This is an optimization exercise on Yosys and OpenROAD, whose aim is small area and a short achievable clock period, not a production implementation.
Function was checked by simulation only, so behaviour that the tests miss may differ from the original.
No activity file was given, so power comes from the tool's default toggle rates.

## flow/design.v (module list and top-level ports; edited modules follow where they fit)
// module dsp_acc: 4110 lines
module dsp_acc (
    input  wire        clk,
    input  wire        rst_n,
    input  wire        in_valid,
    input  wire [3:0]  in_op,
    input  wire [1:0]  in_opc,
    input  wire        in_conj,
    input  wire        in_uf,
    input  wire        in_us,
    input  wire        in_pair,
    input  wire [1:0]  in_an,
    input  wire        in_w,
    input  wire [5:0]  in_s,
    input  wire        in_sat,
    input  wire [31:0] in_a,
    input  wire [31:0] in_b,
    output reg         out_valid,
    output reg  [31:0] out_data,
    output reg         out_n,
    output reg         out_z,
    output reg         out_v,
    output reg         out_sticky
);
  // ...
==> flow/flow/run.sh <==
#!/bin/bash
set -euo pipefail
R=orfs/results/sky130hd/dsp_acc/base
bash standard.sh synth > synth_flow.log 2>&1
cp $R/1_2_yosys.v $R/1_2_yosys_standard.v
python3 flow/fa_polarity.py $R/1_2_yosys_standard.v $R/1_2_yosys.v $FLOW_HOME/platforms/sky130hd/lib/sky130_fd_sc_hd__tt_025C_1v80.lib > fa_polarity.log 2>&1
rm -f $R/1_synth.odb $R/1_synth.sdc
bash standard.sh SETUP_SLACK_MARGIN=10 \
  "BUFFER_PORTS_ARGS=-buffer_cell sky130_fd_sc_hd__buf_2" \
  "CTS_ARGS=-sink_clustering_enable -repair_clock_nets -dont_use_dummy_load" \
  finish > standard_flow.log 2>&1
==> flow/flow/fa_polarity.py <==
#!/usr/bin/env python3
"""Re-polarise full adders in a Yosys netlist of sky130 cells.

A full adder is self-dual: FA(~a, ~b, ~c) = (~sum, ~cout).  Synthesis
leaves many inverters between full adders; this script removes the
inverters, chooses for every fa cell whether it works on the true or the
complemented values of its signals so that as few signals as possible
need an inverted copy, and inserts one inverter per signal that still
needs one.  The logic function of every other cell and register is kept.

usage: fa_polarity.py in.v out.v
"""
import re
import sys
import collections

OUT_PINS = {"X", "Y", "Q", "Q_N", "SUM", "COUT", "HI", "LO"}
INV_RE = re.compile(r"sky130_fd_sc_hd__(clk)?inv_\d+$")
FA_RE = re.compile(r"sky130_fd_sc_hd__fa_\d+$")
FA_IN = ("A", "B", "CIN")
# complementary cell pairs: a cell may be swapped for its complement,
# which inverts its output (output pin Y for the inverting cell, X for
# the other); SWAP maps type -> (new type, old out pin, new out pin, area change)
AREA = {}
SWAP = {}
INV_AREA = 3.7536
PAIRS = ["nand2 and2", "nor2 or2", "nand3 and3", "nor3 or3", "nand4 and4", "nor4 or4",
         "a21oi a21o", "o21ai o21a", "a22oi a22o", "o22ai o22a", "a211oi a211o",
         "o211ai o211a", "a31oi a31o", "o31ai o31a", "a221oi a221o", "o221ai o221a",
         "a2111oi a2111o", "o2111ai o2111a", "mux2i mux2", "a32oi a32o", "o32ai o32a",
         "a311oi a311o", "o311ai o311a", "a41oi a41o", "o41ai o41a", "nand2b and2b",
         "nor2b or2b", "a21boi a21bo", "o21bai o21ba", "nand3b and3b", "nor3b or3b",
         "a2bb2oi a2bb2o", "o2bb2ai o2bb2a", "inv buf", "clkinv clkbuf"]

def load_areas(lib):
    txt = open(lib).read()
    for m in re.finditer(r'cell \("?(sky130_fd_sc_hd__\w+)"?\)\s*\{.*?area : ([\d.]+)', txt, re.S):
        AREA[m.group(1)] = float(m.group(2))
    for d in ("1", "2", "4"):
        a = "sky130_fd_sc_hd__xor2_" + d
        b = "sky130_fd_sc_hd__xnor2_" + d
        SWAP[a] = (b, "X", "Y", 0.0)
        SWAP[b] = (a, "Y", "X", 0.0)
    for pr in PAIRS:
        inv, non = pr.split()
        for d in ("0", "1", "2", "4"):
            a = "sky130_fd_sc_hd__%s_%s" % (inv, d)
            b = "sky130_fd_sc_hd__%s_%s" % (non, d)
            if a in AREA and b in AREA:
                SWAP[a] = (b, "Y", "X", AREA[b] - AREA[a])
                SWAP[b] = (a, "X", "Y", AREA[a] - AREA[b])

def main(inp, outp, lib):
    load_areas(lib)
    text = open(inp).read()
    text = re.sub(r"^\s*\(\*.*?\*\)\s*\n", "", text, flags=re.M)
    inst_re = re.compile(r"^  (sky130_fd_sc_hd__\w+) (\S+)\s+\(\n(.*?)\n  \);\n", re.S | re.M)
    pin_re = re.compile(r"\.(\w+)\((\\\S+ |[^()\s]+)\)")
    insts = []
    first = None
    last = None
    for m in inst_re.finditer(text):
        if first is None:
            first = m.start()
        last = m.end()
        pins = collections.OrderedDict(pin_re.findall(m.group(3)))
        insts.append([m.group(1), m.group(2), pins])
    head = text[:first]
    tail = text[last:]
    body_between = inst_re.sub("", text[first:last])
    if body_between.strip():
        sys.exit("unexpected text between cells: %r" % body_between.strip()[:200])
    if tail.strip() != "endmodule":
        sys.exit("unexpected tail: %r" % tail.strip()[:200])

    outputs = set()
    for m in re.finditer(r"^\s*output\s+(\[(\d+):(\d+)\]\s+)?(\S+);", head, re.M):
        if m.group(1):
            hi, lo = int(m.group(2)), int(m.group(3))
            for i in range(min(hi, lo), max(hi, lo) + 1):
                outputs.add("%s[%d]" % (m.group(4), i))
        else:
            outputs.add(m.group(4))

    def norm(n):
        return n.strip()

    driver = {}
    for idx, (typ, name, pins) in enumerate(insts):
        for p, n in pins.items():
            if p in OUT_PINS:
                driver[norm(n)] = (idx, p)

    collapsible = set()
    for idx, (typ, name, pins) in enumerate(insts):
        if INV_RE.match(typ) and norm(pins["Y"]) not in outputs:
            collapsible.add(idx)

    rawname = {}
    for typ, name, pins in insts:
        for p, n in pins.items():
            rawname.setdefault(norm(n), n)

    def base(n):
        par = 0
        n = norm(n)
        seen = 0
        while n in driver and driver[n][0] in collapsible:
            n = norm(insts[driver[n][0]][2]["A"])
            par ^= 1
            seen += 1
            if seen > 1000:
                sys.exit("inverter loop")
        return n, par

    fa_idx = [i for i, c in enumerate(insts) if FA_RE.match(c[0])]
    is_fa = set(fa_idx)
    x = collections.defaultdict(int)          # flip per fa cell

    loads = collections.defaultdict(list)     # base -> [(cell, pin, par)]
    for idx, (typ, name, pins) in enumerate(insts):
        if idx in collapsible:
            continue
        for p, n in pins.items():
            if p in OUT_PINS:
                continue
            nn = norm(n)
            if re.match(r"^\d+'[bh][01]$", nn):
                continue
            b, par = base(nn)
            loads[b].append((idx, p, par))
    # output ports driven through collapsible inverters are not allowed (kept above)

    def phys(b):
        d = driver.get(b)
        if d and (d[0] in is_fa or d[0] in is_sw):
            return x[d[0]]
        return 0

    def need(idx, p, par):
        if idx in is_fa and p in FA_IN:
            return par ^ x[idx]
        return par

    def netcost(b):
        ph = phys(b)
        for (idx, p, par) in loads[b]:
            if need(idx, p, par) != ph:
                return INV_AREA
        return 0.0

    def varcost(f):
        if f in is_sw and x[f]:
            return SWAP[insts[f][0]][3]
        return 0.0

    # nets touched by each fa
    touch = {}
    for f in fa_idx:
        pins = insts[f][2]
        s = set()
        for p in FA_IN:
            nn = norm(pins[p])
            if not re.match(r"^\d+'[bh][01]$", nn):
                s.add(base(nn)[0])
        for p in ("SUM", "COUT"):
            if p in pins:
                s.add(norm(pins[p]))
        touch[f] = s

    sw_idx = [i for i, c in enumerate(insts) if c[0] in SWAP and i not in collapsible
              and norm(c[2][SWAP[c[0]][1]]) not in outputs]
    is_sw = set(sw_idx)
    for f in sw_idx:
        pins = insts[f][2]
        touch[f] = set([norm(pins[SWAP[insts[f][0]][1]])])
    allnets = set(loads.keys())
    before = sum(netcost(b) for b in allnets) / INV_AREA
    def fcost(f):
        return sum(netcost(b) for b in touch[f]) + varcost(f)
    # simulated annealing over the flip variables, then greedy descent
    import random, math
    rng = random.Random(1)
    var = fa_idx + sw_idx
    cur = before
    best = cur
    bestx = dict((f, x[f]) for f in var)
    steps = 1000 * len(var)
    for it in range(steps):
        temp = 0.6 * (1.0 - it / float(steps)) + 0.02
        f = var[rng.randrange(len(var))]
        c0 = fcost(f)
        x[f] ^= 1
        c1 = fcost(f)
        d = c1 - c0
        if d <= 0 or rng.random() < math.exp(-d / (temp * INV_AREA)):
            cur += d
            if cur < best:
                best = cur
                bestx = dict((g, x[g]) for g in var)
        else:
            x[f] ^= 1
    for f in var:
        x[f] = bestx[f]
    improved = True
    passes = 0
    while improved and passes < 50:
        improved = False
        passes += 1
        for f in var:
            c0 = fcost(f)
            x[f] ^= 1
            c1 = fcost(f)
            if c1 < c0 - 1e-9:
                improved = True
            else:
                x[f] ^= 1
    after = sum(netcost(b) for b in allnets) / INV_AREA
    swap_area = sum(varcost(f) for f in sw_idx)
    nflip = sum(1 for f in fa_idx + sw_idx if x[f])
    sys.stderr.write("fa_polarity: %d fa cells, %d cells flipped, inverters %d -> %d, swapped-cell area %+.1f\n"
                     % (len(fa_idx), nflip, len(collapsible), after, swap_area))

    # rewrite
    invnet = {}
    newwires = []
    newcells = []
    k = 0
    for b in sorted(allnets):
        if netcost(b):
            k += 1
            wn = "fapol_n%d" % k
            invnet[b] = wn
            newwires.append("  wire %s;\n" % wn)
            newcells.append("  sky130_fd_sc_hd__inv_1 fapol_i%d (\n    .A(%s),\n    .Y(%s)\n  );\n"
                            % (k, rawname.get(b, b), wn))
    out = []
    for idx, (typ, name, pins) in enumerate(insts):
        if idx in collapsible:
            continue
        lines = []
        for p, n in pins.items():
            nn = norm(n)
            if p not in OUT_PINS and not re.match(r"^\d+'[bh][01]$", nn):
                b, par = base(nn)
                if need(idx, p, par) == phys(b):
                    n = rawname.get(b, b)
                else:
                    n = invnet[b]
            lines.append("    .%s(%s)" % (p, n))
        if idx in is_sw and x[idx]:
            newtyp, oldp, newp, _ = SWAP[typ]
            lines = [l.replace("    .%s(" % oldp, "    .%s(" % newp) for l in lines]
            typ = newtyp
        out.append("  %s %s (\n%s\n  );\n" % (typ, name, ",\n".join(lines)))
    # head ends just before the first cell; insert new wires at its end
    text2 = head + "".join(newwires) + "".join(out) + "".join(newcells) + tail
    open(outp, "w").write(text2)

if __name__ == "__main__":
    main(sys.argv[1], sys.argv[2], sys.argv[3] if len(sys.argv) > 3 else "/OpenROAD-flow-scripts/flow/platforms/sky130hd/lib/sky130_fd_sc_hd__tt_025C_1v80.lib")
==> flow/standard.sh <==
#!/bin/bash
# synth_recipe.tcl (not shown) runs the flow's synth.tcl, then flattens the netlist and writes it again
# the make line also repeats each setting of config.mk as NAME=value (left out here)
make -C /OpenROAD-flow-scripts/flow DESIGN_CONFIG=/design/flow/config.mk WORK_HOME=/design/flow/orfs CLKGATE_MAP_FILE= SYNTH_SCRIPT=/design/flow/synth_recipe.tcl "${@:-finish}"
==> flow/config.mk <==
export PLATFORM = sky130hd
export DESIGN_NAME = dsp_acc
export DESIGN_NICKNAME = dsp_acc
export VERILOG_FILES = /design/flow/design.v
export SDC_FILE = /design/flow/constraint.sdc
export NUM_CORES = 4
export LEC_CHECK = 0
export CAP_MARGIN = 20
export CORE_MARGIN = 2
export CORE_UTILIZATION = 55
export SLEW_MARGIN = 20
==> flow/constraint.sdc <==
create_clock -name core_clock -period 14.0 [get_ports {clk}]
set_input_delay 2.8000 -clock core_clock [delete_from_list [all_inputs] [get_ports {clk}]]
set_output_delay 2.8000 -clock core_clock [all_outputs]
set_load 0.01 [all_outputs]
==> impl_metrics.csv, run 1 <==
group,metric,value,unit
final_layout,multi_input_cells,4674,
worst_setup_path,crit-reg2reg-launch,"r1_ldah$_DFF_P_",
sta,drv_slew,0,
clock_tree,ctsLongestPathBuffers,3,
place,pre_cts_ws,8170,ps
final_layout,clock_area_frac,0.0270,
yosys,syn_inst,6123,
run_status,status,"no timing/DRC/antenna violations",
clock_tree,numCtsBuffers,75,
final_layout,fin_nets,7167,
route,wl_met1,87500,um
sta,hold_slack,322,ps
sta,period_needed,4470,ps
floorplan,die_area,107000,um2
sta,worst_pin_slew,1130,ps
hold_path,min_from,"r1_rd$_DFF_P_",
global_routing,busiest_layer,"met2",
worst_setup_path,cp_max_fo,16,
hold_path,hold_end,"r2_rd$_DFF_P_",
job,max-cap-violations,0,
global_routing,antenna_found_initial,9,
route,drcViolationCount,0,
final_layout,multiInputGateArea,45400,um2
route,drtIter0Drc,6654,
final_layout,antenna_cells,3,
sta,tns,0,ps
worst_setup_path,ff2ff_setup_slack,9530,ps
worst_setup_path,worstPathRequired,14550,ps
route,via_per_inst,6.69,
worst_setup_path,cpMostUsedCell,"a21o_1",
route,wl_met2,101000,um
pwr,comb_power,13.6,mW
sta,finalHoldViolCount,0,
final_layout,fill_cells,8183,
==> run 2, diff against run 1 <==
--- a/flow/design.v
+++ b/flow/design.v
@@ -973,84 +973,16 @@
     wire tE_539;
     wire tE_540;
     wire tE_541;
     wire tE_542;
     wire tE_543;
     wire tE_544;
     wire tE_545;
     wire tE_546;
-    wire tE_547;
-    wire tE_548;
-    wire tE_549;
-    wire tE_550;
-    wire tE_551;
-    wire tE_552;
-    wire tE_553;
-    wire tE_554;
-    wire tE_555;
-    wire tE_556;
-    wire tE_557;
-    wire tE_558;
-    wire tE_559;
-    wire tE_560;
-    wire tE_561;
-    wire tE_562;
-    wire tE_563;
-    wire tE_564;
-    wire tE_565;
-    wire tE_566;
-    wire tE_567;
-    wire tE_568;
-    wire tE_569;
-    wire tE_570;
-    wire tE_571;
-    wire tE_572;
-    wire tE_573;
-    wire tE_574;
-    wire tE_575;
-    wire tE_576;
-    wire tE_577;
-    wire tE_578;
-    wire tE_579;
-    wire tE_580;
-    wire tE_581;
-    wire tE_582;
-    wire tE_583;
-    wire tE_584;
-    wire tE_585;
-    wire tE_586;
-    wire tE_587;
-    wire tE_588;
-    wire tE_589;
-    wire tE_590;
-    wire tE_591;
-    wire tE_592;
-    wire tE_593;
-    wire tE_594;
-    wire tE_595;
-    wire tE_596;
-    wire tE_597;
-    wire tE_598;
-    wire tE_599;
-    wire tE_600;
-    wire tE_601;
-    wire tE_602;
-    wire tE_603;
-    wire tE_604;
-    wire tE_605;
-    wire tE_606;
-    wire tE_607;
-    wire tE_608;
-    wire tE_609;
-    wire tE_610;
-    wire tE_611;
-    wire tE_612;
-    wire tE_613;
-    wire tE_614;
     wire mrx_r0_0;
     wire mrx_r0_1;
     wire mrx_r0_2;
     wire mrx_r0_3;
     wire mrx_r0_4;
     wire mrx_r0_5;
     wire mrx_r0_6;
     wire mrx_r0_7;
@@ -1911,84 +1843,16 @@
     wire tO_539;
     wire tO_540;
     wire tO_541;
     wire tO_542;
     wire tO_543;
     wire tO_544;
     wire tO_545;
     wire tO_546;
-    wire tO_547;
-    wire tO_548;
-    wire tO_549;
-    wire tO_550;
-    wire tO_551;
-    wire tO_552;
-    wire tO_553;
-    wire tO_554;
-    wire tO_555;
-    wire tO_556;
-    wire tO_557;
-    wire tO_558;
-    wire tO_559;
-    wire tO_560;
-    wire tO_561;
-    wire tO_562;
-    wire tO_563;
-    wire tO_564;
-    wire tO_565;
-    wire tO_566;
-    wire tO_567;
-    wire tO_568;
-    wire tO_569;
-    wire tO_570;
-    wire tO_571;
-    wire tO_572;
-    wire tO_573;
-    wire tO_574;
-    wire tO_575;
-    wire tO_576;
-    wire tO_577;
-    wire tO_578;
-    wire tO_579;
-    wire tO_580;
-    wire tO_581;
-    wire tO_582;
-    wire tO_583;
-    wire tO_584;
-    wire tO_585;
-    wire tO_586;
-    wire tO_587;
-    wire tO_588;
-    wire tO_589;
-    wire tO_590;
-    wire tO_591;
-    wire tO_592;
-    wire tO_593;
-    wire tO_594;
-    wire tO_595;
-    wire tO_596;
-    wire tO_597;
-    wire tO_598;
-    wire tO_599;
-    wire tO_600;
-    wire tO_601;
-    wire tO_602;
-    wire tO_603;
-    wire tO_604;
-    wire tO_605;
-    wire tO_606;
-    wire tO_607;
-    wire tO_608;
-    wire tO_609;
-    wire tO_610;
-    wire tO_611;
-    wire tO_612;
-    wire tO_613;
-    wire tO_614;
     assign mrr_r0_0 = (q_rr_one[0] & mA_re[0]) ^ q_rr_neg[0];
     assign mrr_r0_1 = ((q_rr_one[0] & mA_re[1]) | (q_rr_two[0] & mA_re[0])) ^ q_rr_neg[0];
     assign mrr_r0_2 = ((q_rr_one[0] & mA_re[2]) | (q_rr_two[0] & mA_re[1])) ^ q_rr_neg[0];
     assign mrr_r0_3 = ((q_rr_one[0] & mA_re[3]) | (q_rr_two[0] & mA_re[2])) ^ q_rr_neg[0];
     assign mrr_r0_4 = ((q_rr_one[0] & mA_re[4]) | (q_rr_two[0] & mA_re[3])) ^ q_rr_neg[0];
     assign mrr_r0_5 = ((q_rr_one[0] & mA_re[5]) | (q_rr_two[0] & mA_re[4])) ^ q_rr_neg[0];
     assign mrr_r0_6 = ((q_rr_one[0] & mA_re[6]) | (q_rr_two[0] & mA_re[5])) ^ q_rr_neg[0];
     assign mrr_r0_7 = ((q_rr_one[0] & mA_re[7]) | (q_rr_two[0] & mA_re[6])) ^ q_rr_neg[0];
@@ -2849,84 +2713,16 @@
     assign tE_539 = tE_473 ^ tE_470 ^ tE_472;
     assign tE_540 = (tE_473 & tE_470) | (tE_473 & tE_472) | (tE_470 & tE_472);
     assign tE_541 = tE_474 ^ tE_477 ^ tE_479;
     assign tE_542 = (tE_474 & tE_477) | (tE_474 & tE_479) | (tE_477 & tE_479);
     assign tE_543 = mrr_r8_16 ^ mii_r8_16 ^ tE_478;
     assign tE_544 = (mrr_r8_16 & mii_r8_16) | (mrr_r8_16 & tE_478) | (mii_r8_16 & tE_478);
     assign tE_545 = ~mrr_r8_17;
     assign tE_546 = mrr_r8_17;
-    assign tE_547 = tE_481 ^ mrr_r0_0;
-    assign tE_548 = tE_481 & mrr_r0_0;
-    assign tE_549 = tE_482 ^ mrr_r0_1 ^ mii_r0_1;
-    assign tE_550 = (tE_482 & mrr_r0_1) | (tE_482 & mii_r0_1) | (mrr_r0_1 & mii_r0_1);
-    assign tE_551 = mii_r1_0 ^ tE_483 ^ tE_365;
-    assign tE_552 = (mii_r1_0 & tE_483) | (mii_r1_0 & tE_365) | (tE_483 & tE_365);
-    assign tE_553 = tE_484 ^ tE_367 ^ tE_485;
-    assign tE_554 = (tE_484 & tE_367) | (tE_484 & tE_485) | (tE_367 & tE_485);
-    assign tE_555 = tE_223 ^ tE_486 ^ tE_487;
-    assign tE_556 = (tE_223 & tE_486) | (tE_223 & tE_487) | (tE_486 & tE_487);
-    assign tE_557 = tE_488 ^ tE_489 ^ tE_375;
-    assign tE_558 = (tE_488 & tE_489) | (tE_488 & tE_375) | (tE_489 & tE_375);
-    assign tE_559 = tE_490 ^ tE_379 ^ tE_491;
-    assign tE_560 = (tE_490 & tE_379) | (tE_490 & tE_491) | (tE_379 & tE_491);
-    assign tE_561 = tE_383 ^ tE_492 ^ tE_493;
-    assign tE_562 = (tE_383 & tE_492) | (tE_383 & tE_493) | (tE_492 & tE_493);
-    assign tE_563 = tE_494 ^ tE_495 ^ tE_387;
-    assign tE_564 = (tE_494 & tE_495) | (tE_494 & tE_387) | (tE_495 & tE_387);
-    assign tE_565 = tE_496 ^ tE_391 ^ tE_497;
-    assign tE_566 = (tE_496 & tE_391) | (tE_496 & tE_497) | (tE_391 & tE_497);
-    assign tE_567 = tE_395 ^ tE_498 ^ tE_499;
-    assign tE_568 = (tE_395 & tE_498) | (tE_395 & tE_499) | (tE_498 & tE_499);
-    assign tE_569 = tE_399 ^ tE_500 ^ tE_501;
-    assign tE_570 = (tE_399 & tE_500) | (tE_399 & tE_501) | (tE_500 & tE_501);
-    assign tE_571 = tE_502 ^ tE_503 ^ tE_403;
-    assign tE_572 = (tE_502 & tE_503) | (tE_502 & tE_403) | (tE_503 & tE_403);
-    assign tE_573 = tE_504 ^ tE_407 ^ tE_505;
-    assign tE_574 = (tE_504 & tE_407) | (tE_504 & tE_505) | (tE_407 & tE_505);
-    assign tE_575 = tE_411 ^ tE_506 ^ tE_507;
-    assign tE_576 = (tE_411 & tE_506) | (tE_411 & tE_507) | (tE_506 & tE_507);
-    assign tE_577 = tE_415 ^ tE_508 ^ tE_509;
-    assign tE_578 = (tE_415 & tE_508) | (tE_415 & tE_509) | (tE_508 & tE_509);
-    assign tE_579 = tE_419 ^ tE_510 ^ tE_511;
-    assign tE_580 = (tE_419 & tE_510) | (tE_419 & tE_511) | (tE_510 & tE_511);
-    assign tE_581 = tE_423 ^ tE_512 ^ tE_513;
-    assign tE_582 = (tE_423 & tE_512) | (tE_423 & tE_513) | (tE_512 & tE_513);
-    assign tE_583 = tE_427 ^ tE_514 ^ tE_515;
-    assign tE_584 = (tE_427 & tE_514) | (tE_427 & tE_515) | (tE_514 & tE_515);
-    assign tE_585 = tE_431 ^ tE_516 ^ tE_517;
-    assign tE_586 = (tE_431 & tE_516) | (tE_431 & tE_517) | (tE_516 & tE_517);
-    assign tE_587 = tE_435 ^ tE_518 ^ tE_519;
-    assign tE_588 = (tE_435 & tE_518) | (tE_435 & tE_519) | (tE_518 & tE_519);
-    assign tE_589 = tE_439 ^ tE_520 ^ tE_521;
-    assign tE_590 = (tE_439 & tE_520) | (tE_439 & tE_521) | (tE_520 & tE_521);
-    assign tE_591 = tE_443 ^ tE_522 ^ tE_523;
-    assign tE_592 = (tE_443 & tE_522) | (tE_443 & tE_523) | (tE_522 & tE_523);
-    assign tE_593 = tE_447 ^ tE_524 ^ tE_525;
-    assign tE_594 = (tE_447 & tE_524) | (tE_447 & tE_525) | (tE_524 & tE_525);
-    assign tE_595 = tE_451 ^ tE_526 ^ tE_527;
-    assign tE_596 = (tE_451 & tE_526) | (tE_451 & tE_527) | (tE_526 & tE_527);
-    assign tE_597 = tE_529 ^ tE_452 ^ tE_528;
-    assign tE_598 = (tE_529 & tE_452) | (tE_529 & tE_528) | (tE_452 & tE_528);
-    assign tE_599 = tE_459 ^ tE_530 ^ tE_531;
-    assign tE_600 = (tE_459 & tE_530) | (tE_459 & tE_531) | (tE_530 & tE_531);
-    assign tE_601 = tE_463 ^ tE_532 ^ tE_533;
-    assign tE_602 = (tE_463 & tE_532) | (tE_463 & tE_533) | (tE_532 & tE_533);
-    assign tE_603 = tE_467 ^ tE_534 ^ tE_535;
-    assign tE_604 = (tE_467 & tE_534) | (tE_467 & tE_535) | (tE_534 & tE_535);
-    assign tE_605 = tE_537 ^ tE_468 ^ tE_536;
-    assign tE_606 = (tE_537 & tE_468) | (tE_537 & tE_536) | (tE_468 & tE_536);
-    assign tE_607 = tE_475 ^ tE_538 ^ tE_539;
-    assign tE_608 = (tE_475 & tE_538) | (tE_475 & tE_539) | (tE_538 & tE_539);
-    assign tE_609 = tE_541 ^ tE_476 ^ tE_540;
-    assign tE_610 = (tE_541 & tE_476) | (tE_541 & tE_540) | (tE_476 & tE_540);
-    assign tE_611 = tE_480 ^ tE_542 ^ tE_543;
-    assign tE_612 = (tE_480 & tE_542) | (tE_480 & tE_543) | (tE_542 & tE_543);
-    assign tE_613 = tE_545 ^ mii_r8_17 ^ tE_544;
-    assign tE_614 = (tE_545 & mii_r8_17) | (tE_545 & tE_544) | (mii_r8_17 & tE_544);
     assign mrx_r0_0 = (q_rx_one[0] & mA_re[0]) ^ q_rx_neg[0];
     assign mrx_r0_1 = ((q_rx_one[0] & mA_re[1]) | (q_rx_two[0] & mA_re[0])) ^ q_rx_neg[0];
     assign mrx_r0_2 = ((q_rx_one[0] & mA_re[2]) | (q_rx_two[0] & mA_re[1])) ^ q_rx_neg[0];
     assign mrx_r0_3 = ((q_rx_one[0] & mA_re[3]) | (q_rx_two[0] & mA_re[2])) ^ q_rx_neg[0];
     assign mrx_r0_4 = ((q_rx_one[0] & mA_re[4]) | (q_rx_two[0] & mA_re[3])) ^ q_rx_neg[0];
     assign mrx_r0_5 = ((q_rx_one[0] & mA_re[5]) | (q_rx_two[0] & mA_re[4])) ^ q_rx_neg[0];
     assign mrx_r0_6 = ((q_rx_one[0] & mA_re[6]) | (q_rx_two[0] & mA_re[5])) ^ q_rx_neg[0];
     assign mrx_r0_7 = ((q_rx_one[0] & mA_re[7]) | (q_rx_two[0] & mA_re[6])) ^ q_rx_neg[0];
@@ -3787,98 +3583,30 @@
     assign tO_539 = tO_473 ^ tO_470 ^ tO_472;
     assign tO_540 = (tO_473 & tO_470) | (tO_473 & tO_472) | (tO_470 & tO_472);
     assign tO_541 = tO_474 ^ tO_477 ^ tO_479;
     assign tO_542 = (tO_474 & tO_477) | (tO_474 & tO_479) | (tO_477 & tO_479);
     assign tO_543 = mrx_r8_16 ^ mry_r8_16 ^ tO_478;
     assign tO_544 = (mrx_r8_16 & mry_r8_16) | (mrx_r8_16 & tO_478) | (mry_r8_16 & tO_478);
     assign tO_545 = ~mrx_r8_17;
     assign tO_546 = mrx_r8_17;
-    assign tO_547 = tO_481 ^ mrx_r0_0;
-    assign tO_548 = tO_481 & mrx_r0_0;
-    assign tO_549 = tO_482 ^ mrx_r0_1 ^ mry_r0_1;
-    assign tO_550 = (tO_482 & mrx_r0_1) | (tO_482 & mry_r0_1) | (mrx_r0_1 & mry_r0_1);
-    assign tO_551 = mry_r1_0 ^ tO_483 ^ tO_365;
-    assign tO_552 = (mry_r1_0 & tO_483) | (mry_r1_0 & tO_365) | (tO_483 & tO_365);
-    assign tO_553 = tO_484 ^ tO_367 ^ tO_485;
-    assign tO_554 = (tO_484 & tO_367) | (tO_484 & tO_485) | (tO_367 & tO_485);
-    assign tO_555 = tO_223 ^ tO_486 ^ tO_487;
-    assign tO_556 = (tO_223 & tO_486) | (tO_223 & tO_487) | (tO_486 & tO_487);
-    assign tO_557 = tO_488 ^ tO_489 ^ tO_375;
-    assign tO_558 = (tO_488 & tO_489) | (tO_488 & tO_375) | (tO_489 & tO_375);
-    assign tO_559 = tO_490 ^ tO_379 ^ tO_491;
-    assign tO_560 = (tO_490 & tO_379) | (tO_490 & tO_491) | (tO_379 & tO_491);
-    assign tO_561 = tO_383 ^ tO_492 ^ tO_493;
-    assign tO_562 = (tO_383 & tO_492) | (tO_383 & tO_493) | (tO_492 & tO_493);
-    assign tO_563 = tO_494 ^ tO_495 ^ tO_387;
-    assign tO_564 = (tO_494 & tO_495) | (tO_494 & tO_387) | (tO_495 & tO_387);
-    assign tO_565 = tO_496 ^ tO_391 ^ tO_497;
-    assign tO_566 = (tO_496 & tO_391) | (tO_496 & tO_497) | (tO_391 & tO_497);
-    assign tO_567 = tO_395 ^ tO_498 ^ tO_499;
-    assign tO_568 = (tO_395 & tO_498) | (tO_395 & tO_499) | (tO_498 & tO_499);
-    assign tO_569 = tO_399 ^ tO_500 ^ tO_501;
-    assign tO_570 = (tO_399 & tO_500) | (tO_399 & tO_501) | (tO_500 & tO_501);
-    assign tO_571 = tO_502 ^ tO_503 ^ tO_403;
-    assign tO_572 = (tO_502 & tO_503) | (tO_502 & tO_403) | (tO_503 & tO_403);
-    assign tO_573 = tO_504 ^ tO_407 ^ tO_505;
-    assign tO_574 = (tO_504 & tO_407) | (tO_504 & tO_505) | (tO_407 & tO_505);
-    assign tO_575 = tO_411 ^ tO_506 ^ tO_507;
-    assign tO_576 = (tO_411 & tO_506) | (tO_411 & tO_507) | (tO_506 & tO_507);
-    assign tO_577 = tO_415 ^ tO_508 ^ tO_509;
-    assign tO_578 = (tO_415 & tO_508) | (tO_415 & tO_509) | (tO_508 & tO_509);
-    assign tO_579 = tO_419 ^ tO_510 ^ tO_511;
-    assign tO_580 = (tO_419 & tO_510) | (tO_419 & tO_511) | (tO_510 & tO_511);
-    assign tO_581 = tO_423 ^ tO_512 ^ tO_513;
-    assign tO_582 = (tO_423 & tO_512) | (tO_423 & tO_513) | (tO_512 & tO_513);
-    assign tO_583 = tO_427 ^ tO_514 ^ tO_515;
-    assign tO_584 = (tO_427 & tO_514) | (tO_427 & tO_515) | (tO_514 & tO_515);
-    assign tO_585 = tO_431 ^ tO_516 ^ tO_517;
-    assign tO_586 = (tO_431 & tO_516) | (tO_431 & tO_517) | (tO_516 & tO_517);
-    assign tO_587 = tO_435 ^ tO_518 ^ tO_519;
-    assign tO_588 = (tO_435 & tO_518) | (tO_435 & tO_519) | (tO_518 & tO_519);
-    assign tO_589 = tO_439 ^ tO_520 ^ tO_521;
-    assign tO_590 = (tO_439 & tO_520) | (tO_439 & tO_521) | (tO_520 & tO_521);
-    assign tO_591 = tO_443 ^ tO_522 ^ tO_523;
-    assign tO_592 = (tO_443 & tO_522) | (tO_443 & tO_523) | (tO_522 & tO_523);
-    assign tO_593 = tO_447 ^ tO_524 ^ tO_525;
-    assign tO_594 = (tO_447 & tO_524) | (tO_447 & tO_525) | (tO_524 & tO_525);
-    assign tO_595 = tO_451 ^ tO_526 ^ tO_527;
-    assign tO_596 = (tO_451 & tO_526) | (tO_451 & tO_527) | (tO_526 & tO_527);
-    assign tO_597 = tO_529 ^ tO_452 ^ tO_528;
-    assign tO_598 = (tO_529 & tO_452) | (tO_529 & tO_528) | (tO_452 & tO_528);
-    assign tO_599 = tO_459 ^ tO_530 ^ tO_531;
-    assign tO_600 = (tO_459 & tO_530) | (tO_459 & tO_531) | (tO_530 & tO_531);
-    assign tO_601 = tO_463 ^ tO_532 ^ tO_533;
-    assign tO_602 = (tO_463 & tO_532) | (tO_463 & tO_533) | (tO_532 & tO_533);
-    assign tO_603 = tO_467 ^ tO_534 ^ tO_535;
-    assign tO_604 = (tO_467 & tO_534) | (tO_467 & tO_535) | (tO_534 & tO_535);
-    assign tO_605 = tO_537 ^ tO_468 ^ tO_536;
-    assign tO_606 = (tO_537 & tO_468) | (tO_537 & tO_536) | (tO_468 & tO_536);
-    assign tO_607 = tO_475 ^ tO_538 ^ tO_539;
-    assign tO_608 = (tO_475 & tO_538) | (tO_475 & tO_539) | (tO_538 & tO_539);
-    assign tO_609 = tO_541 ^ tO_476 ^ tO_540;
-    assign tO_610 = (tO_541 & tO_476) | (tO_541 & tO_540) | (tO_476 & tO_540);
-    assign tO_611 = tO_480 ^ tO_542 ^ tO_543;
-    assign tO_612 = (tO_480 & tO_542) | (tO_480 & tO_543) | (tO_542 & tO_543);
-    assign tO_613 = tO_545 ^ mry_r8_17 ^ tO_544;
-    assign tO_614 = (tO_545 & mry_r8_17) | (tO_545 & tO_544) | (mry_r8_17 & tO_544);
     reg        r1_valid;
     reg [3:0]  r1_we;        
     reg        r1_ldah;
     reg        r1_sat;       
     reg [15:0] r1_ah;        
     reg        r1_sel1;      
     reg [5:0]  r1_s;
     reg        r1_w;
     reg        r1_rd;        
     reg        r1_ssat;      
     reg        r1_mac, r1_sta, r1_clrs;
     reg        r1_pair;
     reg [35:0] r1_se, r1_so;
-    reg [34:0] r1_ce, r1_co;
+    reg [34:0] r1_ce, r1_co, r1_re, r1_ro;
     always @(posedge clk) begin
         if (!rst_n)
             r1_valid <= 1'b0;
         else
             r1_valid <= q_valid;
         r1_we[0]  <= q_valid & ((d_mac & ~q_pair) | (d_load & (q_an == 2'd0)));
         r1_we[1]  <= q_valid & ((d_mac & ~q_pair) | (d_load & (q_an == 2'd1)));
         r1_we[2]  <= q_valid & ((d_mac &  q_pair) | (d_load & (q_an == 2'd2)));
@@ -3890,52 +3618,58 @@
         r1_s      <= d_sta ? q_s : {d_rdah, 5'd0};
         r1_w      <= d_sta & q_w;
         r1_rd     <= ~d_sta;
         r1_ssat   <= d_sta & q_sat;
         r1_mac    <= d_mac;
         r1_sta    <= d_sta;
         r1_clrs   <= d_clrs;
         r1_pair   <= q_pair;
-        r1_se     <= {~(1'b0 | 1'b0), tE_614, tE_612, tE_610, tE_608, tE_606, tE_604, tE_602, tE_600, tE_598, tE_596, tE_594, tE_592, tE_590, tE_588, tE_586, tE_584, tE_582, tE_580, tE_578, tE_576, tE_574, tE_572, tE_570, tE_568, tE_566, tE_564, tE_562, tE_560, tE_558, tE_556, tE_554, tE_552, tE_550, tE_548, tE_547};
-        r1_ce     <= {tE_546, tE_613, tE_611, tE_609, tE_607, tE_605, tE_603, tE_601, tE_599, tE_597, tE_595, tE_593, tE_591, tE_589, tE_587, tE_585, tE_583, tE_581, tE_579, tE_577, tE_575, tE_573, tE_571, tE_569, tE_567, tE_565, tE_563, tE_561, tE_559, tE_557, tE_555, tE_553, tE_551, tE_549, mii_r0_0};
-        r1_so     <= {~(1'b0 | 1'b0), tO_614, tO_612, tO_610, tO_608, tO_606, tO_604, tO_602, tO_600, tO_598, tO_596, tO_594, tO_592, tO_590, tO_588, tO_586, tO_584, tO_582, tO_580, tO_578, tO_576, tO_574, tO_572, tO_570, tO_568, tO_566, tO_564, tO_562, tO_560, tO_558, tO_556, tO_554, tO_552, tO_550, tO_548, tO_547};
-        r1_co     <= {tO_546, tO_613, tO_611, tO_609, tO_607, tO_605, tO_603, tO_601, tO_599, tO_597, tO_595, tO_593, tO_591, tO_589, tO_587, tO_585, tO_583, tO_581, tO_579, tO_577, tO_575, tO_573, tO_571, tO_569, tO_567, tO_565, tO_563, tO_561, tO_559, tO_557, tO_555, tO_553, tO_551, tO_549, mry_r0_0};
+        r1_se     <= {~(1'b0 | 1'b0 | 1'b0), tE_546, tE_544, tE_542, tE_540, tE_538, tE_536, tE_534, tE_532, tE_530, tE_528, tE_526, tE_524, tE_522, tE_520, tE_518, tE_516, tE_514, tE_512, tE_510, tE_508, tE_506, tE_504, tE_502, tE_500, tE_498, tE_496, tE_494, tE_492, tE_490, tE_488, tE_486, tE_484, tE_483, tE_482, tE_481};
+        r1_ce     <= {1'b0, tE_545, tE_543, tE_541, tE_539, tE_537, tE_535, tE_533, tE_531, tE_529, tE_527, tE_525, tE_523, tE_521, tE_519, tE_517, tE_515, tE_513, tE_511, tE_509, tE_507, tE_505, tE_503, tE_501, tE_499, tE_497, tE_495, tE_493, tE_491, tE_489, tE_487, tE_485, mii_r1_0, mrr_r0_1, mrr_r0_0};
+        r1_so     <= {~(1'b0 | 1'b0 | 1'b0), tO_546, tO_544, tO_542, tO_540, tO_538, tO_536, tO_534, tO_532, tO_530, tO_528, tO_526, tO_524, tO_522, tO_520, tO_518, tO_516, tO_514, tO_512, tO_510, tO_508, tO_506, tO_504, tO_502, tO_500, tO_498, tO_496, tO_494, tO_492, tO_490, tO_488, tO_486, tO_484, tO_483, tO_482, tO_481};
+        r1_co     <= {1'b0, tO_545, tO_543, tO_541, tO_539, tO_537, tO_535, tO_533, tO_531, tO_529, tO_527, tO_525, tO_523, tO_521, tO_519, tO_517, tO_515, tO_513, tO_511, tO_509, tO_507, tO_505, tO_503, tO_501, tO_499, tO_497, tO_495, tO_493, tO_491, tO_489, tO_487, tO_485, mry_r1_0, mrx_r0_1, mrx_r0_0};
+        r1_re     <= {1'b0, mii_r8_17, tE_480, tE_476, tE_475, tE_468, tE_467, tE_463, tE_459, tE_452, tE_451, tE_447, tE_443, tE_439, tE_435, tE_431, tE_427, tE_423, tE_419, tE_415, tE_411, tE_407, tE_403, tE_399, tE_395, tE_391, tE_387, tE_383, tE_379, tE_375, tE_223, tE_367, tE_365, mii_r0_1, mii_r0_0};
+        r1_ro     <= {1'b0, mry_r8_17, tO_480, tO_476, tO_475, tO_468, tO_467, tO_463, tO_459, tO_452, tO_451, tO_447, tO_443, tO_439, tO_435, tO_431, tO_427, tO_423, tO_419, tO_415, tO_411, tO_407, tO_403, tO_399, tO_395, tO_391, tO_387, tO_383, tO_379, tO_375, tO_223, tO_367, tO_365, mry_r0_1, mry_r0_0};
     end
     reg [47:0] acc0, acc1, acc2, acc3;
     reg [3:0]  pend, dir;
     function [51:0] lanesum;
         input [47:0] x;
         input [35:0] s;
         input [34:0] c;
-        reg [48:0] xs, ss, cs, pa, pb;
+        input [34:0] r;
+        reg [48:0] xs, ss, cs, rs, us, vs, pa, pb;
         reg [47:0] lo;
         begin
             xs = {x[47], x};
             ss = {{13{s[35]}}, s};
             cs = {14'd0, c};
-            pa = xs ^ ss ^ cs;
-            pb = {(xs[47:0] & ss[47:0]) | (xs[47:0] & cs[47:0]) | (ss[47:0] & cs[47:0]), 1'b0};
+            rs = {14'd0, r};
+            us = ss ^ cs ^ rs;
+            vs = {(ss[47:0] & cs[47:0]) | (ss[47:0] & rs[47:0]) | (cs[47:0] & rs[47:0]), 1'b0};
+            pa = xs ^ us ^ vs;
+            pb = {(xs[47:0] & us[47:0]) | (xs[47:0] & vs[47:0]) | (us[47:0] & vs[47:0]), 1'b0};
             lo = {1'b0, pa[46:0]} + {1'b0, pb[46:0]};
             lanesum = {pa[48] ^ pb[48] ^ (pa[47] | pb[47]), pa[48] ^ pb[48] ^ (pa[47] & pb[47]),
                        ~(pa[47] ^ pb[47]), pa[47] ^ pb[47], lo[47], lo[46:0]};
         end
     endfunction
     reg [3:0]  e_lo, e_hi;
     reg [1:0]  k_lo, k_hi, k_top;
     wire [47:0] x0 = {(e_hi[0] & acc0[47]) | (e_hi[2] & acc2[47]) | k_top[0] | (r1_ldah & r1_ah[15]),
                       ({15{e_hi[0]}} & acc0[46:32]) | ({15{e_hi[2]}} & acc2[46:32]) | {15{k_hi[0]}} |
                       ({15{r1_ldah}} & r1_ah[14:0]),
                       ({32{e_lo[0]}} & acc0[31:0]) | ({32{e_lo[2]}} & acc2[31:0]) | {32{k_lo[0]}}};
     wire [47:0] x1 = {(e_hi[1] & acc1[47]) | (e_hi[3] & acc3[47]) | k_top[1] | (r1_ldah & r1_ah[15]),
                       ({15{e_hi[1]}} & acc1[46:32]) | ({15{e_hi[3]}} & acc3[46:32]) | {15{k_hi[1]}} |
                       ({15{r1_ldah}} & r1_ah[14:0]),
                       ({32{e_lo[1]}} & acc1[31:0]) | ({32{e_lo[3]}} & acc3[31:0]) | {32{k_lo[1]}}};
-    wire [51:0] l0 = lanesum(x0, r1_se, r1_ce);
-    wire [51:0] l1 = lanesum(x1, r1_so, r1_co);
+    wire [51:0] l0 = lanesum(x0, r1_se, r1_ce, r1_re);
+    wire [51:0] l1 = lanesum(x1, r1_so, r1_co, r1_ro);
     wire c0 = l0[47];
     wire c1 = l1[47];
     wire [48:0] v0 = {c0 ? l0[51] : l0[50], c0 ? l0[49] : l0[48], l0[46:0]};
     wire [48:0] v1 = {c1 ? l1[51] : l1[50], c1 ? l1[49] : l1[48], l1[46:0]};
     wire ovf0 = v0[48] ^ v0[47];
     wire ovf1 = v1[48] ^ v1[47];
     function [10:0] nextst;
         input v48, v47;
==> flow/config.mk (replaced) <==
export PLATFORM = sky130hd
export DESIGN_NAME = dsp_acc
export DESIGN_NICKNAME = dsp_acc
export VERILOG_FILES = /design/flow/design.v
export SDC_FILE = /design/flow/constraint.sdc
export NUM_CORES = 4
export LEC_CHECK = 0
export ABC_AREA = 1
export CAP_MARGIN = 20
export CORE_MARGIN = 2
export CORE_UTILIZATION = 55
export SLEW_MARGIN = 20
==> run 2 against run 1 <==
Compared with the run above:
- final area shrank 4.9%
- area after synthesis grew 4.4%
- die area grew 4.3%
- worst setup slack gained 450 ps
- total power grew 5.9%
- sequential power grew 4%
- largest cell class unchanged
- hold slack gained 3.5 ps
==> impl_metrics.csv, run 2 <==
group,metric,value,unit
run_status,status,"no timing/DRC/antenna violations",
worst_setup_path,worstPathRequired,14600,ps
sta,worst_pin_slew,1190,ps
route,drt-total-wl,244000,um
worst_setup_path,criticalPathCategory,"flip-flop to flip-flop",
sta,hold_slack,326,ps
yosys,syn_inst,7399,
sta,setup_viol_count_final,0,
final_layout,drive_above_1_share,0.117,
global_routing,grt_util_met1,0.555,
clock_tree,numCtsBuffers,81,
worst_setup_path,cp-end-kind,"flip-flop",
route,via_per_inst,6.36,
global_routing,antenna_found_initial,7,
pwr,combPwrFrac,0.758,
floorplan,ioPinCount,124,
sta,tns,0,ps
place,placed_cell_area,61300,um2
pwr,pwr-share-seq,0.145,
route,drtIter0Drc,8076,
pwr,p_sw,10.3,mW
pwr,peakVddDrop,267,uV
sta,drv_slew,0,
route,wl_per_cell,27.5,um
pwr,cellLeakagePower,28.4,nW
worst_setup_path,cp_max_fo,32,
sta,rsz0062_at_grt,"true",
route,route.vias.total,56301,
place,place.gp.congestion,1.04,
clock_tree,cts_tree,"yes",
sta,finalHoldViolCount,0,
clock_tree,insertion_delay,690,ps
final_layout,area_delta_synth_final,10.5,%
clock_tree,clk_pin_slew,60,ps
floorplan,start_util,0.552,
route,drcViolationCount,0,
floorplan,die_h,334,um
clock_tree,clock-root-buffer,"clkbuf_16",
sta,max_freq,249,MHz
final_layout,layout_commonest_cell,"nand2_1",
global_routing,grt_pass1_vias,53874,
worst_setup_path,arrival,4630,ps
place,hpwl,180000,um
clock_tree,cts_hold_buf,0,
pwr,p_clk_frac,0.096,
yosys,synth.avg_cell_area,8.11,um2
final_layout,layout_common_cells,"nand2_1, dfxtp_1, fa_1, o22ai_1, inv_1",
global_routing,met2_usage,0.614,
route,dr.pass1.iters,9,
global_routing,grt_max_degree,97,
job,max-cap-violations,0,
place,io_buffers,123,
floorplan,coreArea,109000,um2
pwr,power_density,287,nW/um2
global_routing,grt_pass1_wl,352000,um
pwr,swShare,0.544,
global_routing,overflow,0,
floorplan,die_area,112000,um2
pwr,p_int,8.68,mW
sta,relSlewSlack,0.208,
yosys,netlist_area,60000,um2
final_layout,finalInstanceArea,66300,um2
worst_setup_path,slowest_stage,"fa_2",
floorplan,rows,121,
clock_tree,ctsLongestPathBuffers,3,
floorplan,die_w,334,um
final_layout,fill_cells,9969,
yosys,synth_nets,8265,
route,drtAntennaViolNets,0,
global_routing,grtUsageTotal,0.425,
yosys,yosys_warnings,1,
hold_path,hp-class,"flip-flop to flip-flop",
clock_tree,cts.sinks,702,
worst_setup_path,start_kind,"flip-flop",
sta,fin_crit_sh,0.287,
worst_setup_path,cpMostUsedCell,"fa_1",
global_routing,busiest_layer,"met2",
worst_setup_path,critical_path.max_stage_delay,640,ps
sta,clock_skew,77.5,ps
clock_tree,cts_htree_levels,3,
worst_setup_path,crit_chain,"clkinv_1, buf_12, o22ai_1, xnor2_1, fa_1, fa_1, fa_1, fa_1, fa_2",
sta,period_needed,4020,ps
global_routing,grt_util_met3,0.134,
final_layout,fin_nets,8298,
-- run 2: cell count changes in the layout (fill, tap and decap cells not counted), moves of 110 or more --
cell / change
o21ai_1: +112
nor2_1: +116
o22ai_1: +509
mux2i_1: -239
nand2_1: +877
buf_4: -110
o21ai_0: +214
nand3_1: +158
inv_1: +308
fa_1: +149
a22oi_1: -459
fa_2: -147
-- run 2: worst paths after layout --
check / start / slack [ps] / cells after the start / to
worst max register to register: q_a[12]$_DFF_P_ / 9980 / 9 / r1_ce[14]$_DFF_P_
worst min register to register: r1_rd$_DFF_P_ / 330 / 0 / r2_rd$_DFF_P_
worst max-delay path: q_a[12]$_DFF_P_ / 9980 / 9 / r1_ce[14]$_DFF_P_
worst min-delay path: r1_rd$_DFF_P_ / 330 / 0 / r2_rd$_DFF_P_
-- run 2: worst max-delay path: cells and delay by family, from the launching register on --
| kind | cells | cell delay (ps) |
|---|---|---|
| xor gates and xnor gates | 1 | 200 |
| DFF | 1 | 440 |
| buffers and inverters | 2 | 350 |
| AOI/OAI and AO/OA | 1 | 210 |
| adders and majority gates | 5 | 2730 |
-- run 2: cell type report --
| type | instances | area [um2] | share of cell area |
|---|---|---|---|
| multi-input combinational | 5625 | 42500 | 0.641 |
| sequential | 702 | 14200 | 0.214 |
| timing repair buffer | 385 | 2960 | 0.0447 |
| inverter | 637 | 2830 | 0.0428 |
| clock buffer | 81 | 2030 | 0.0306 |
| tap | 1414 | 1770 | 0.0267 |
| antenna | 4 | 10.0 | 0.000151 |
-- run 2: layer usage --
layer	part of all wire	vias to the layer above
li1	-	24599
met3	0.13	1059
met1	0.38	26569
met2	0.41	4068
met4	0.076	6
met5	0.00041	-
-- run 2: power by group through the flow --
stage | sequential (mW) | clock, mW | combinational [mW]
floorplan | 2.71 | 0 | 8.84
global placement | 2.78 | 0 | 13.2
detailed placement | 2.79 | 0 | 13.2
CTS | 2.76 | 1.86 | 13.5
global route | 2.80 | 1.93 | 15.6
finish | 2.76 | 1.83 | 14.4
-- run 2: what timing repair did --
action / CTS / global route
cloned: 1 / 4
buffers inserted: 79 / 92
pin swaps: 2 / 26
resized for setup: 219 / 186
endpoints found under the setup margin: 276 / 133
-- run 2: metrics by stage --
stage	util	total power, mW	cells	worst slack (ps)
2_1_floorplan	-	11.6	7399	9930
3_5_place_dp	0.565	16.0	8585	7640
6_report	0.610	19.0	8848	9980
4_1_cts	0.596	18.1	8746	9980
5_1_grt	0.610	20.3	8844	9960
3_3_place_gp	0.565	16.0	8585	7630

afterwards: timing with drivers on the ports:
How much do the figures lean on ideal ports? The routed layouts below were timed once more, with nothing changed but the port constraints.
Step 1, drivers: a clkbuf_16 drives clk and a buf_2 each remaining input, both assumed.
Step 2 moves the port delays by t, midway between the first and last clock arrival at a register: inputs arrive t later, outputs are due t later. That takes back most of the time a late clock gives input paths.
Three values: ideal, step 1, step 2; two values: the first two.
| run | shift t [ns] | setup WS [ns] | worst setup path after step 2 | clock arrival spread, ns |
|---|---|---|---|---|
| run 1 | 0.722 | 9.530 / 9.530 / 9.242 | input to register | 0.076 / 0.077 |
| run 2 | 0.730 | 9.978 / 9.978 / 9.253 | input to register | 0.086 / 0.086 |
After both steps every run listed still meets setup and hold. For run 2, which loses most, drivers alone change the setup slack by 0.000 ns; drivers and shift together by -0.725 ns.
